Background: an optimization exercise with open tools, aiming at small area, a short achievable clock period and few clock cycles per item. Do not read the settings as production practice.
Function was checked by simulation only, so behaviour that the tests miss may differ from the original.

## aes_core
module aes_core (
    input  wire         clk,
    input  wire         rst,         
    input  wire         in_valid,
    output wire         in_ready,
    input  wire         in_aes256,   
    input  wire [255:0] in_key,
    input  wire [127:0] in_block,
    output wire         out_valid,
    input  wire         out_ready,
    output wire [127:0] out_block
);
Size in the first run: roughly 520 I/O pins, ~68000 sq um of cells after synthesis.
Settings: LEC_CHECK=0, CAP_MARGIN=20, CORE_MARGIN=2, CORE_UTILIZATION=50, PLACE_DENSITY=0.6, SETUP_SLACK_MARGIN=5.0, SLEW_MARGIN=20, SYNTH_HIERARCHICAL=1, SYNTH_MINIMUM_KEEP_SIZE=0, TNS_END_PERCENT=20; clock period 8.5 ns.
standard.sh (not shown) runs the stock make flow with config.mk's settings and CLKGATE_MAP_FILE= SYNTH_SCRIPT=/design/flow/synth_recipe.tcl, a recipe that flattens the netlist after the stock synthesis.
==> flow/flow/run.sh <==
#!/bin/bash
set -euo pipefail
bash standard.sh "BUFFER_PORTS_ARGS=-buffer_cell sky130_fd_sc_hd__buf_2" "SETUP_SLACK_MARGIN=5.3" finish > flow_make.log 2>&1
Testbench counts at the start, summed over its fixed seeds: cycles 23,660, blocks 1,920.
Rerun with:
- CORE_UTILIZATION: 50 -> 40
- PLACE_DENSITY: 0.6 -> 0.5
- TNS_END_PERCENT: 20 -> 5
The changed run ran to the end with no violations.
Non-clock buffer count decreases by 95.


== build 89 ==
aes_core again, from the RTL that the note above started with.
export LEC_CHECK = 0
export CAP_MARGIN = 20
export CORE_MARGIN = 2
export CORE_UTILIZATION = 50
export CTS_BUF_LIST = sky130_fd_sc_hd__clkbuf_4 sky130_fd_sc_hd__clkbuf_8
export PLACE_DENSITY = 0.6
export SETUP_SLACK_MARGIN = 5.0
export SLEW_MARGIN = 20
export SYNTH_HIERARCHICAL = 1
export SYNTH_MINIMUM_KEEP_SIZE = 0
export TNS_END_PERCENT = 5
create_clock -name core_clock -period 8.5 [get_ports {clk}]
Scripts as last shown in full above: flow/flow/run.sh
Build 89: PASS, flow complete, no timing, DRC or antenna violations
Testbench counts of build 89, summed over its fixed seeds: cycles 23,660, blocks 1,920.
What build 93 does differently from build 89 at the input level:
--- a/flow/config.mk
+++ b/flow/config.mk
@@ -9,6 +9,5 @@
 export CORE_MARGIN = 2
 export CORE_UTILIZATION = 50
-export CTS_BUF_LIST = sky130_fd_sc_hd__clkbuf_4 sky130_fd_sc_hd__clkbuf_8
-export PLACE_DENSITY = 0.6
+export PLACE_DENSITY = 0.7
 export SETUP_SLACK_MARGIN = 5.0
 export SLEW_MARGIN = 20
==> run notes <==
Sort build 89 and build 93 by per-cell via count in the routed design desc -> top: build 93. Taking build 89 as the reference point, the critical path depth of build 93 rises by 11. Between build 93 and build 89, it is build 93 whose wire length is lower, by 0.69%. When build 93 is set beside build 89, its non-clock buffer count turns out to be 1.7% smaller. In the metrics for build 89 and build 93, the one carrying the lower maximum clock rate is build 93.
Modified inputs, build 22 compared to build 93
--- a/flow/config.mk
+++ b/flow/config.mk
@@ -9,5 +9,5 @@
 export CORE_MARGIN = 2
 export CORE_UTILIZATION = 50
-export PLACE_DENSITY = 0.7
+export PLACE_DENSITY = 0.6
 export SETUP_SLACK_MARGIN = 5.0
 export SLEW_MARGIN = 20
Notes after the runs:
Build 22 vs build 93: worst-case headroom to the max-slew limit down in build 22. Changes observed in build 22 relative to build 93: total placed cells including tap cells level; largest net degree at the start of global routing moved down. Post-route cell area delta (build 93 -> build 22): insignificant. For clock latency at the later pin of the worst-skew pair, build 22 and build 93 come out practically identical. Build 22 and build 93 ended up with nearly the same required arrival time at the worst endpoint. Comparing build 22 and build 93, the higher share of the clock period used by the worst path after layout was measured on build 93. Number of nets at the end of the flow: build 93 vs build 22 — no meaningful difference. Setup WNS build 93 -> build 22: better.
### build 22 -> build 56
==> flow/flow/run.sh <==
#!/bin/bash
set -euo pipefail
bash standard.sh "BUFFER_PORTS_ARGS=-buffer_cell sky130_fd_sc_hd__buf_2" "SETUP_SLACK_MARGIN=5.6" finish > flow_make.log 2>&1
## What came out
- Build 56 against build 22: number of ordinary and repair buffers in the finished layout moved up; worst hold slack lost 0.0055 ns.
- Build 56 reports its worst setup path endpoint as X[27] while build 22 reports X[105].
[inputs] build 26 vs build 56
==> flow/flow/run.sh <==
#!/bin/bash
set -euo pipefail
bash standard.sh "BUFFER_PORTS_ARGS=-buffer_cell sky130_fd_sc_hd__buf_2" "SETUP_SLACK_MARGIN=5.3" finish > flow_make.log 2>&1
--- a/flow/config.mk
+++ b/flow/config.mk
@@ -14,3 +14,3 @@
 export SYNTH_HIERARCHICAL = 1
 export SYNTH_MINIMUM_KEEP_SIZE = 0
-export TNS_END_PERCENT = 5
+export TNS_END_PERCENT = 1
Notes after the runs:
- Build 26: no failed stages, no open violations at the end
- Of build 26 and build 56, build 56 shows the higher number of antenna cells inserted, with build 26 below it.
- Cell area on build 26 is down relative to build 56.
- Maximum fanout count along the critical path: build 26 vs build 56 identical


Setup of wip/delta:
aes_core, a different RTL version from the one above (not shown whole).
Size: ~7800 cells after synthesis, about 520 I/O pins, ~71000 sq um of cells after synthesis.
Settings: LEC_CHECK=0, CAP_MARGIN=20, CORE_MARGIN=2, CORE_UTILIZATION=50, PLACE_DENSITY=0.6, SETUP_SLACK_MARGIN=5.0, SLEW_MARGIN=20, SYNTH_HIERARCHICAL=1, SYNTH_MINIMUM_KEEP_SIZE=0, TNS_END_PERCENT=5; clock period 8.5 ns.
==> flow/flow/run.sh <==
#!/bin/bash
set -euo pipefail
bash standard.sh "BUFFER_PORTS_ARGS=-buffer_cell sky130_fd_sc_hd__buf_2" "SETUP_SLACK_MARGIN=5.3" finish > flow_make.log 2>&1
wip/delta: all stages complete, timing, DRC and antenna checks passed
Testbench counts of wip/delta, summed over its fixed seeds: cycles 23,660, blocks 1,920.
Changes in wip/violet relative to wip/delta:
Settings: CORE_UTILIZATION now 60, was 50; PLACE_DENSITY now 0.7, was 0.6.
==> flow/flow/run.sh <==
#!/bin/bash
set -euo pipefail
bash standard.sh "BUFFER_PORTS_ARGS=-buffer_cell sky130_fd_sc_hd__buf_2" finish > flow_make.log 2>&1
Findings:
- The minimum setup slack after placement reported for wip/violet is smaller than that of wip/delta by 0.039 ns.
- Compared with wip/delta, wip/violet shows a higher fraction of the cycle the final worst path needs.
- Going from wip/delta to wip/violet, first-iteration DRC count shows an increase of 987; instance count after placement with tap cells included shows a reduction of 388; worst setup slack after layout shows a reduction of 0.33 ns.
### wip/violet -> wip/ember
Settings: CORE_UTILIZATION: 60 -> 50; PLACE_DENSITY: 0.7 -> 0.6.
Notes after the runs:
- wip/ember ran to completion and came out clean on the timing, design-rule and antenna checks.
- wip/violet: flow completed, timing, DRC and antenna clean
- wip/violet → wip/ember: share of the clock period used by the worst path after layout went down, worst setup slack after layout went up.
> inputs changed (wip/ember -> wip/onyx)
==> flow/run.sh (new file) <==
#!/bin/bash
# synth_recipe.tcl (not shown) runs the flow's synth.tcl, then flattens the netlist and writes it again
# the make line also repeats each setting of config.mk as NAME=value (left out here)
make -C /OpenROAD-flow-scripts/flow DESIGN_CONFIG=/design/flow/config.mk WORK_HOME=/design/flow/orfs CLKGATE_MAP_FILE= SYNTH_SCRIPT=/design/flow/synth_recipe.tcl finish
removed: flow/flow/run.sh
removed: flow/standard.sh
Results
- Clock-buffer cell count: wip/onyx and wip/ember compared, lower one is wip/onyx
- Compared with wip/ember, wip/onyx shows post-route clock period utilization higher by 1.3 points.
- Changes observed in wip/onyx relative to wip/ember: fraction of cell area in non-clock buffers went up by 2.8 points; highest attainable clock frequency went down by 3.0%; final period demand of the worst path went up by 0.11 ns; filler-free cell count of the finished design went up by 42.
- wip/onyx | stages: all done | timing, DRC, antenna: all pass
- Delta (wip/onyx minus wip/ember): floorplan die height comparable, fraction of area in clock buffers and inverters held steady, routed metal-1 wirelength went up, worst hold slack fell 0.0060 ns.

what the ideal ports hide:
The flow's constraints put no driver on any port. The routed layouts listed below were extracted and timed again, unchanged, in two steps.
Step 1, drivers: a clkbuf_16 drives clk and a buf_2 each remaining input, both assumed.
Step 2 times the ports against the registers' clock, not the clock port: input delays grow and output delays shrink by t, the midpoint of the rising clock arrivals with the driver on.
Three values: no drivers, after step 1, after step 2; two values: the first two.
run	shift t [ns]	slack for setup (ns)	latest minus earliest clock arrival (ns)	pins driven straight from the clock port
the first run of note 1	0.841	5.067 / 5.067 / 5.067	0.037 / 0.037	1
the second run of note 1	0.853	5.119 / 5.119 / 5.119	0.029 / 0.030	1
build 89	1.000	5.108 / 5.037 / 5.112	0.049 / 0.049	1
build 93	0.843	5.079 / 5.079 / 5.079	0.044 / 0.045	1
build 22	0.849	5.165 / 5.165 / 5.068	0.031 / 0.031	1
build 56	0.857	5.209 / 5.209 / 4.977	0.034 / 0.034	1
build 26	0.857	5.063 / 5.063 / 5.063	0.031 / 0.031	1
wip/delta	0.835	4.973 / 4.973 / 4.973	0.033 / 0.033	1
wip/violet	0.843	4.640 / 4.640 / 4.640	0.054 / 0.054	1
wip/ember	0.875	4.873 / 4.873 / 4.873	0.031 / 0.031	1
wip/onyx	0.859	4.761 / 4.761 / 4.761	0.031 / 0.030	1
After both steps setup and hold are still met in every run listed. For build 56, which loses most, drivers alone change the setup slack by 0.000 ns; drivers and shift together by -0.232 ns.
